From an optimization exercise on the open Yosys and OpenROAD flow, aimed at small area, a short achievable clock period and few clock cycles; shortcuts taken in it are not production practice. Function was checked by simulation only, so behaviour that the tests miss may differ from the original.

<file path="flow/config.mk">
export PLATFORM = sky130hd
export DESIGN_NAME = aes_core
export DESIGN_NICKNAME = aes_core
export VERILOG_FILES = /design/flow/design.v
export SDC_FILE = /design/flow/constraint.sdc
export NUM_CORES = 8
export LEC_CHECK = 0
export CAP_MARGIN = 20
export CORE_MARGIN = 2
export CORE_UTILIZATION = 30
export SLEW_MARGIN = 20
</file>
<file path="flow/design.v">
module aes_sbox (
    input  wire [7:0] in,
    output reg  [7:0] out
);
    always @(*) begin
        case (in)
            8'h00: out = 8'h63;
            8'h01: out = 8'h7c;
            8'h02: out = 8'h77;
            8'h03: out = 8'h7b;
            8'h04: out = 8'hf2;
            8'h05: out = 8'h6b;
            8'h06: out = 8'h6f;
            8'h07: out = 8'hc5;
            8'h08: out = 8'h30;
            8'h09: out = 8'h01;
            8'h0a: out = 8'h67;
            8'h0b: out = 8'h2b;
            8'h0c: out = 8'hfe;
            8'h0d: out = 8'hd7;
            8'h0e: out = 8'hab;
            8'h0f: out = 8'h76;
            8'h10: out = 8'hca;
            8'h11: out = 8'h82;
            8'h12: out = 8'hc9;
            8'h13: out = 8'h7d;
            8'h14: out = 8'hfa;
            8'h15: out = 8'h59;
            8'h16: out = 8'h47;
            8'h17: out = 8'hf0;
            8'h18: out = 8'had;
            8'h19: out = 8'hd4;
            8'h1a: out = 8'ha2;
            8'h1b: out = 8'haf;
            8'h1c: out = 8'h9c;
            8'h1d: out = 8'ha4;
            8'h1e: out = 8'h72;
            8'h1f: out = 8'hc0;
            8'h20: out = 8'hb7;
            8'h21: out = 8'hfd;
            8'h22: out = 8'h93;
            8'h23: out = 8'h26;
            8'h24: out = 8'h36;
            8'h25: out = 8'h3f;
            8'h26: out = 8'hf7;
            8'h27: out = 8'hcc;
            8'h28: out = 8'h34;
            8'h29: out = 8'ha5;
            8'h2a: out = 8'he5;
            8'h2b: out = 8'hf1;
            8'h2c: out = 8'h71;
            8'h2d: out = 8'hd8;
            8'h2e: out = 8'h31;
            8'h2f: out = 8'h15;
            8'h30: out = 8'h04;
            8'h31: out = 8'hc7;
            8'h32: out = 8'h23;
            8'h33: out = 8'hc3;
            8'h34: out = 8'h18;
            8'h35: out = 8'h96;
            8'h36: out = 8'h05;
            8'h37: out = 8'h9a;
            8'h38: out = 8'h07;
            8'h39: out = 8'h12;
            8'h3a: out = 8'h80;
            8'h3b: out = 8'he2;
            8'h3c: out = 8'heb;
            8'h3d: out = 8'h27;
            8'h3e: out = 8'hb2;
            8'h3f: out = 8'h75;
            8'h40: out = 8'h09;
            8'h41: out = 8'h83;
            8'h42: out = 8'h2c;
            8'h43: out = 8'h1a;
            8'h44: out = 8'h1b;
            8'h45: out = 8'h6e;
            8'h46: out = 8'h5a;
            8'h47: out = 8'ha0;
            8'h48: out = 8'h52;
            8'h49: out = 8'h3b;
            8'h4a: out = 8'hd6;
            8'h4b: out = 8'hb3;
            8'h4c: out = 8'h29;
            8'h4d: out = 8'he3;
            8'h4e: out = 8'h2f;
            8'h4f: out = 8'h84;
            8'h50: out = 8'h53;
            8'h51: out = 8'hd1;
            8'h52: out = 8'h00;
            8'h53: out = 8'hed;
            8'h54: out = 8'h20;
            8'h55: out = 8'hfc;
            8'h56: out = 8'hb1;
            8'h57: out = 8'h5b;
            8'h58: out = 8'h6a;
            8'h59: out = 8'hcb;
            8'h5a: out = 8'hbe;
            8'h5b: out = 8'h39;
            8'h5c: out = 8'h4a;
            8'h5d: out = 8'h4c;
            8'h5e: out = 8'h58;
            8'h5f: out = 8'hcf;
            8'h60: out = 8'hd0;
            8'h61: out = 8'hef;
            8'h62: out = 8'haa;
            8'h63: out = 8'hfb;
            8'h64: out = 8'h43;
            8'h65: out = 8'h4d;
            8'h66: out = 8'h33;
            8'h67: out = 8'h85;
            8'h68: out = 8'h45;
            8'h69: out = 8'hf9;
            8'h6a: out = 8'h02;
            8'h6b: out = 8'h7f;
            8'h6c: out = 8'h50;
            8'h6d: out = 8'h3c;
            8'h6e: out = 8'h9f;
            8'h6f: out = 8'ha8;
            8'h70: out = 8'h51;
            8'h71: out = 8'ha3;
            8'h72: out = 8'h40;
            8'h73: out = 8'h8f;
            8'h74: out = 8'h92;
            8'h75: out = 8'h9d;
            8'h76: out = 8'h38;
            8'h77: out = 8'hf5;
            8'h78: out = 8'hbc;
            8'h79: out = 8'hb6;
            8'h7a: out = 8'hda;
            8'h7b: out = 8'h21;
            8'h7c: out = 8'h10;
            8'h7d: out = 8'hff;
            8'h7e: out = 8'hf3;
            8'h7f: out = 8'hd2;
            8'h80: out = 8'hcd;
            8'h81: out = 8'h0c;
            8'h82: out = 8'h13;
            8'h83: out = 8'hec;
            8'h84: out = 8'h5f;
            8'h85: out = 8'h97;
            8'h86: out = 8'h44;
            8'h87: out = 8'h17;
            8'h88: out = 8'hc4;
            8'h89: out = 8'ha7;
            8'h8a: out = 8'h7e;
            8'h8b: out = 8'h3d;
            8'h8c: out = 8'h64;
            8'h8d: out = 8'h5d;
            8'h8e: out = 8'h19;
            8'h8f: out = 8'h73;
            8'h90: out = 8'h60;
            8'h91: out = 8'h81;
            8'h92: out = 8'h4f;
            8'h93: out = 8'hdc;
            8'h94: out = 8'h22;
            8'h95: out = 8'h2a;
            8'h96: out = 8'h90;
            8'h97: out = 8'h88;
            8'h98: out = 8'h46;
            8'h99: out = 8'hee;
            8'h9a: out = 8'hb8;
            8'h9b: out = 8'h14;
            8'h9c: out = 8'hde;
            8'h9d: out = 8'h5e;
            8'h9e: out = 8'h0b;
            8'h9f: out = 8'hdb;
            8'ha0: out = 8'he0;
            8'ha1: out = 8'h32;
            8'ha2: out = 8'h3a;
            8'ha3: out = 8'h0a;
            8'ha4: out = 8'h49;
            8'ha5: out = 8'h06;
            8'ha6: out = 8'h24;
            8'ha7: out = 8'h5c;
            8'ha8: out = 8'hc2;
            8'ha9: out = 8'hd3;
            8'haa: out = 8'hac;
            8'hab: out = 8'h62;
            8'hac: out = 8'h91;
            8'had: out = 8'h95;
            8'hae: out = 8'he4;
            8'haf: out = 8'h79;
            8'hb0: out = 8'he7;
            8'hb1: out = 8'hc8;
            8'hb2: out = 8'h37;
            8'hb3: out = 8'h6d;
            8'hb4: out = 8'h8d;
            8'hb5: out = 8'hd5;
            8'hb6: out = 8'h4e;
            8'hb7: out = 8'ha9;
            8'hb8: out = 8'h6c;
            8'hb9: out = 8'h56;
            8'hba: out = 8'hf4;
            8'hbb: out = 8'hea;
            8'hbc: out = 8'h65;
            8'hbd: out = 8'h7a;
            8'hbe: out = 8'hae;
            8'hbf: out = 8'h08;
            8'hc0: out = 8'hba;
            8'hc1: out = 8'h78;
            8'hc2: out = 8'h25;
            8'hc3: out = 8'h2e;
            8'hc4: out = 8'h1c;
            8'hc5: out = 8'ha6;
            8'hc6: out = 8'hb4;
            8'hc7: out = 8'hc6;
            8'hc8: out = 8'he8;
            8'hc9: out = 8'hdd;
            8'hca: out = 8'h74;
            8'hcb: out = 8'h1f;
            8'hcc: out = 8'h4b;
            8'hcd: out = 8'hbd;
            8'hce: out = 8'h8b;
            8'hcf: out = 8'h8a;
            8'hd0: out = 8'h70;
            8'hd1: out = 8'h3e;
            8'hd2: out = 8'hb5;
            8'hd3: out = 8'h66;
            8'hd4: out = 8'h48;
            8'hd5: out = 8'h03;
            8'hd6: out = 8'hf6;
            8'hd7: out = 8'h0e;
            8'hd8: out = 8'h61;
            8'hd9: out = 8'h35;
            8'hda: out = 8'h57;
            8'hdb: out = 8'hb9;
            8'hdc: out = 8'h86;
            8'hdd: out = 8'hc1;
            8'hde: out = 8'h1d;
            8'hdf: out = 8'h9e;
            8'he0: out = 8'he1;
            8'he1: out = 8'hf8;
            8'he2: out = 8'h98;
            8'he3: out = 8'h11;
            8'he4: out = 8'h69;
            8'he5: out = 8'hd9;
            8'he6: out = 8'h8e;
            8'he7: out = 8'h94;
            8'he8: out = 8'h9b;
            8'he9: out = 8'h1e;
            8'hea: out = 8'h87;
            8'heb: out = 8'he9;
            8'hec: out = 8'hce;
            8'hed: out = 8'h55;
            8'hee: out = 8'h28;
            8'hef: out = 8'hdf;
            8'hf0: out = 8'h8c;
            8'hf1: out = 8'ha1;
            8'hf2: out = 8'h89;
            8'hf3: out = 8'h0d;
            8'hf4: out = 8'hbf;
            8'hf5: out = 8'he6;
            8'hf6: out = 8'h42;
            8'hf7: out = 8'h68;
            8'hf8: out = 8'h41;
            8'hf9: out = 8'h99;
            8'hfa: out = 8'h2d;
            8'hfb: out = 8'h0f;
            8'hfc: out = 8'hb0;
            8'hfd: out = 8'h54;
            8'hfe: out = 8'hbb;
            8'hff: out = 8'h16;
        endcase
    end
endmodule
module aes_core (
    input  wire         clk,
    input  wire         rst,
    input  wire         in_valid,
    output wire         in_ready,
    input  wire         in_aes256,
    input  wire [255:0] in_key,
    input  wire [127:0] in_block,
    output reg          out_valid,
    output reg  [127:0] out_block
);
    reg         busy;
    reg         aes256;
    reg [3:0]   round;       
    reg [127:0] state;
    reg [127:0] key_a;       
    reg [127:0] key_b;       
    reg [7:0]   rcon;
    assign in_ready = ~busy;
    wire last_round = aes256 ? (round == 4'd14) : (round == 4'd10);
    wire        use_rot   = ~aes256 | ~round[0];
    wire [127:0] key_base = aes256 ? key_a : key_b;
    wire [31:0] last_word = key_b[31:0];
    wire [31:0] rot_word  = use_rot ? {last_word[23:0], last_word[31:24]} : last_word;
    wire [31:0] sub_word;
    aes_sbox u_ks0 (.in(rot_word[31:24]), .out(sub_word[31:24]));
    aes_sbox u_ks1 (.in(rot_word[23:16]), .out(sub_word[23:16]));
    aes_sbox u_ks2 (.in(rot_word[15:8]),  .out(sub_word[15:8]));
    aes_sbox u_ks3 (.in(rot_word[7:0]),   .out(sub_word[7:0]));
    wire [31:0] t_word = sub_word ^ (use_rot ? {rcon, 24'd0} : 32'd0);
    wire [31:0] nk0 = key_base[127:96] ^ t_word;
    wire [31:0] nk1 = key_base[95:64]  ^ nk0;
    wire [31:0] nk2 = key_base[63:32]  ^ nk1;
    wire [31:0] nk3 = key_base[31:0]   ^ nk2;
    wire        key_direct = aes256 & (round == 4'd1);
    wire [127:0] round_key = key_direct ? key_b : {nk0, nk1, nk2, nk3};
    wire [127:0] sub;
    genvar g;
    generate
        for (g = 0; g < 16; g = g + 1) begin : g_sbox
            aes_sbox u_sb (.in(state[127-8*g -: 8]), .out(sub[127-8*g -: 8]));
        end
    endgenerate
    wire [127:0] shifted;
    generate
        for (g = 0; g < 16; g = g + 1) begin : g_shift
            localparam integer R = g % 4;
            localparam integer C = g / 4;
            localparam integer SRC = R + 4 * ((C + R) % 4);
            assign shifted[127-8*g -: 8] = sub[127-8*SRC -: 8];
        end
    endgenerate
    function automatic [7:0] xtime(input [7:0] x);
        xtime = {x[6:0], 1'b0} ^ (x[7] ? 8'h1B : 8'h00);
    endfunction
    wire [127:0] mixed;
    generate
        for (g = 0; g < 4; g = g + 1) begin : g_mix
            wire [7:0] a0 = shifted[127-32*g -: 8];
            wire [7:0] a1 = shifted[119-32*g -: 8];
            wire [7:0] a2 = shifted[111-32*g -: 8];
            wire [7:0] a3 = shifted[103-32*g -: 8];
            assign mixed[127-32*g -: 8] = xtime(a0) ^ (xtime(a1) ^ a1) ^ a2 ^ a3;
            assign mixed[119-32*g -: 8] = a0 ^ xtime(a1) ^ (xtime(a2) ^ a2) ^ a3;
            assign mixed[111-32*g -: 8] = a0 ^ a1 ^ xtime(a2) ^ (xtime(a3) ^ a3);
            assign mixed[103-32*g -: 8] = (xtime(a0) ^ a0) ^ a1 ^ a2 ^ xtime(a3);
        end
    endgenerate
    wire [127:0] round_out = (last_round ? shifted : mixed) ^ round_key;
    always @(posedge clk) begin
        if (rst) begin
            busy <= 1'b0;
            out_valid <= 1'b0;
        end else begin
            out_valid <= 1'b0;
            if (!busy) begin
                if (in_valid) begin
                    busy   <= 1'b1;
                    aes256 <= in_aes256;
                    round  <= 4'd1;
                    rcon   <= 8'h01;
                    state  <= in_block ^ in_key[255:128];
                    key_a  <= in_key[255:128];
                    key_b  <= in_aes256 ? in_key[127:0] : in_key[255:128];
                end
            end else begin
                state <= round_out;
                round <= round + 4'd1;
                if (!key_direct) begin
                    key_a <= key_b;
                    key_b <= round_key;
                    if (use_rot)
                        rcon <= xtime(rcon);
                end
                if (last_round) begin
                    busy      <= 1'b0;
                    out_valid <= 1'b1;
                    out_block <= round_out;
                end
            end
        end
    end
endmodule
</file>
<file path="flow/run.sh">
#!/bin/bash
# synth_recipe.tcl (not shown) runs the flow's synth.tcl, then flattens the netlist and writes it again
# the make line also repeats each setting of config.mk as NAME=value (left out here)
make -C /OpenROAD-flow-scripts/flow DESIGN_CONFIG=/design/flow/config.mk WORK_HOME=/design/flow/orfs CLKGATE_MAP_FILE= SYNTH_SCRIPT=/design/flow/synth_recipe.tcl finish
</file>
<file path="flow/constraint.sdc">
create_clock -name core_clock -period 11.5 [get_ports {clk}]
set_input_delay 2.3000 -clock core_clock [delete_from_list [all_inputs] [get_ports {clk}]]
set_output_delay 2.3000 -clock core_clock [all_outputs]
set_load 0.01 [all_outputs]
</file>
==> metrics.csv <==
stage,metric,value,unit
setup_path,CP most frequent cell,a21oi_1,
route,DRT iter0 DRCs,26560,
cells_and_area,Layout Nets,15830,
synth,sequential fraction of the synthesis area,16.84,%
synth,Mean Syn Cell Area,7.063,um2
place,I/O Buffers,517,
cells_and_area,"commonest cells after routing, fill and taps aside","1607 x nand2_1, 1445 x a21oi_1, 1440 x nor2_1",
floorplan,die extent in y,606.9,um
synth,number of flops mapped to enable cells by yosys,525,
clock_network,htree depth,3,
timing,period utilization,88.75,%
setup_path,"slowest stage cell, crit path",nor4bb_2,
clock_network,CTS tree,done,
synth,fraction of registers with async set/reset,0,%
floorplan,I/O Pins,518,
synth,Mapped Nets,16120,
cells_and_area,final core occ,33.93,%
global_route,grt total ovfl,0,
cells_and_area,synth-to-layout area growth,12.71,%
clock_network,"Hold-fix buffers, CTS",0,
timing,Worst-Margin Slew,1.306,ns
timing,final hold viol count,0,
floorplan,Die ar.,0.3683,mm2
setup_path,crit-path cells,"and2_4, mux2i_1, inv_1, ha_1, inv_1, nor3_1, a21oi_1, a21oi_1, a21oi_1, nor4bb_2, buf_4, nor2_2, xnor3_1, o221ai_1, xnor2_1, o211a_1, inv_2, buf_4, nor2_2, o21ai_0, a31oi_1, a211oi_1, a311oi_1, a211oi_1",
timing,worst clock skew,0.1168,ns
synth,largest family of logic cells by synthesized area,compound AO/OA/AOI/OAI gates,
timing,"Setup violations, final",0,
clock_network,clk slew on worst S/H paths,0.08,ns
synth,Synth Area in Adders,3.293,%
cells_and_area,fraction of layout cells with a size suffix above 1,9.373,%
synth,Synth Instances,15440,
setup_path,Startpoint Class,flip-flop,
cells_and_area,"most common cell after layout, fill and taps aside",nand2_1,
synth,Synth top area share,14.46,%
global_route,largest net degree at the start of global routing,118,
timing,RSZ-0062 raised after global routing,false,
setup_path,crit-path max cell delay,0.98,ns
place,Post-DP HPWL,542100,um
timing,final setup TNS,0,ns
floorplan,starting density of the core,30.10,%
hold_path,worst hold-check path type,flip-flop to flip-flop,
synth,Synth Cell Area,0.1090,mm2
route,Detailed Route WL,732700,um
flow_run,MaxCap Viol Count,0,
cells_and_area,"Cell Count, Final, Fillers Out",20050,
global_route,Total GRT Usage,37.65,%
clock_network,CTS-repair resized insts,0,
place,Placed Cells,19850,
route,Avg Vias per Cell,7.000,
synth,Yosys cell types,146,
place,RePlAce Congestion,1.093,
clock_network,Worst-Skew Late Latency,0.94,ns
route,Vias,140400,
synth,Synth area leader,edfxtp_1,
setup_path,worst reg-to-reg path cell count,24,
clock_network,clock root buffer master,clkbuf_16,
setup_path,largest fanout on the critical path,51,
timing,Hold Slack,0.6043,ns
synth,xor and xnor area share after synthesis,8.884,%
outcome,run status,no timing/DRC/antenna violations,
route,DR WL/cell,36.54,um
global_route,initial antenna violation count,33,
timing,crit path time final,10.21,ns
timing,headroom to the max-slew limit,12.96,%
floorplan,die width,606.9,um
setup_path,Setup CP Type,flip-flop to flip-flop,
synth,Post-Synth Simple-Gate Area,21.98,%
timing,final slew viol count,0,
setup_path,CP endpoint kind,flip-flop,
synth,Compound-Gate Fraction of Synth Area,37.36,%
synth,number of synthesized register bits,655,
clock_network,clock tree buffer depth,4,
hold_path,hold path cells,1,
timing,achievable clock frequency,97.97,MHz
clock_network,postcts setup bufs,0,
floorplan,# rows,221,
setup_path,arrival time of the worst setup path,10.90,ns
clock_network,cts bufs inserted,98,
floorplan,core area,0.3622,mm2
setup_path,WP data required,12.20,ns
clock_network,Clock Sinks,655,
synth,synth warn,2,
route,Final ANT Viol Nets,0,
route,Initial DRT Pass Iterations,12,
synth,mux cell area share after synthesis,4.580,%
global_route,first-pass GRT wire length,1015000,um
route,Remaining DRCs,0,
global_route,vias in the first global route,128000,
synth,"Primary FF master, synth",edfxtp_1,
synth,synth top area cells,"edfxtp_1 14%, a21oi_1 6.7%, o21ai_0 6.1%, nand2_1 5.6%, xnor2_1 5.2%",
## worst max-delay path, delay by kind of cell, from the launching register on
| family | cells | cell delay (ns) |
|---|---|---|
| and+or+nand+nor | 5 | 3.25 |
| AOI/OAI and AO/OA | 10 | 2.52 |
| buffers and inverters | 5 | 1.18 |
| xor gates and xnor gates | 2 | 0.85 |
| adders and majority gates | 1 | 0.82 |
| muxes | 1 | 0.77 |
| DFF | 1 | 0.50 |
## cell families after synthesis
| logic type | count (synthesis) |
|---|---|
| and+or+nand+nor | 5178 |
| muxes | 463 |
| adders and majority gates | 287 |
| buffers and inverters | 1750 |
| AOI/OAI and AO/OA | 6099 |
| xor gates and xnor gates | 1008 |
| DFF | 655 |
## cells in the mapped netlist, drive strengths merged, types with 52 or more instances
cell,number
a21oi,1478
and2,120
o32ai,63
nor2,1481
nand3,514
ha,287
o31ai,149
a221oi,197
a211o,79
xnor2,653
edfxtp,525
a2111oi,94
a311oi,178
and3,127
clkbuf,896
nand2b,135
nor4,98
o21ai,1398
mux2i,250
a211oi,425
o221ai,160
a31oi,339
o21a,70
a21o,89
dfxtp,130
xnor3,54
nand2,1625
nor3,551
inv,165
nor2b,132
o311ai,155
a32oi,73
a221o,52
o22ai,186
o211ai,346
a22oi,60
or3,93
nand4,91
buf,679
a21boi,59
o2111ai,68
xor2,295
mux2,210
o311a,61
## registers in the layout, indices dropped and copies added, names as in the netlist, 4 cells and up
| name | count |
|---|---|
| key_a | 128 |
| g_mix.a0 | 32 |
| out_block | 128 |
| round | 4 |
| g_mix.a2 | 32 |
| state | 128 |
| key_b | 128 |
| rcon | 8 |
| g_mix.a3 | 32 |
| g_mix.a1 | 32 |
## metrics by stage
step / worst slack [ns] / cell area, um2
finish: 1.293 / 122900
global route: 1.229 / 122900
CTS: 1.796 / 122700
detailed placement: 1.905 / 119300
global placement: 1.807 / 119300
floorplan: 1.866 / 109100
## path summary, 6_finish.rpt
kind	startpoint	endpoint	slack (ns)
max reg2reg	round[0]	g_mix[0].a3[7]	1.29
max	round[0]	g_mix[0].a3[7]	1.29
min	key_b[124]	key_a[124]	0.60
min reg2reg	key_b[124]	key_a[124]	0.60
## cell type report
class,count,area [um2]
diodes,25,62.56
clock inverters,57,768.2
fillers,39070,239300
well taps,4794,5998
flip-flops and latches,655,18370
multi-input cells,13040,83930
inverters,175,670.6
clock buffers,121,2669
repair buffers,1192,10440
## layer usage
| layer | vias to the layer above | part of all wire (%) | global-route usage (%) |
|---|---|---|---|
| met1 | 67300 | 37 | 46.33 |
| met4 | 16 | 9.8 | 28.65 |
| met3 | 2932 | 13 | 11.11 |
| met2 | 11950 | 41 | 55.05 |
| met5 | - | 0.024 | 0 |
| li1 | 58190 | - | - |
Testbench counts, summed over its fixed seeds: cycles 62,008.

## static timing again, ports no longer ideal
The flow's constraints put no driver on any port. The routed layout listed below was extracted and timed again, unchanged, in two steps.
Step 1 sets driving cells, clkbuf_16 on the clock port and buf_2 on the other inputs (assumed; they add their load-dependent delay and slew).
Step 2 times the ports against the registers' clock, not the clock port: input delays grow and output delays shrink by t, the midpoint of the rising clock arrivals with the driver on.
Slacks: ideal ports / drivers / drivers and shift; pairs: ideal ports / drivers.
t, ns: 0.970
setup slack, ns: 1.293 / 1.293 / 1.293
worst data-port slew with drivers (ns): 0.20
After both steps setup and hold are still met in this run. For this run, drivers alone change the setup slack by 0.000 ns; drivers and shift together by 0.000 ns.
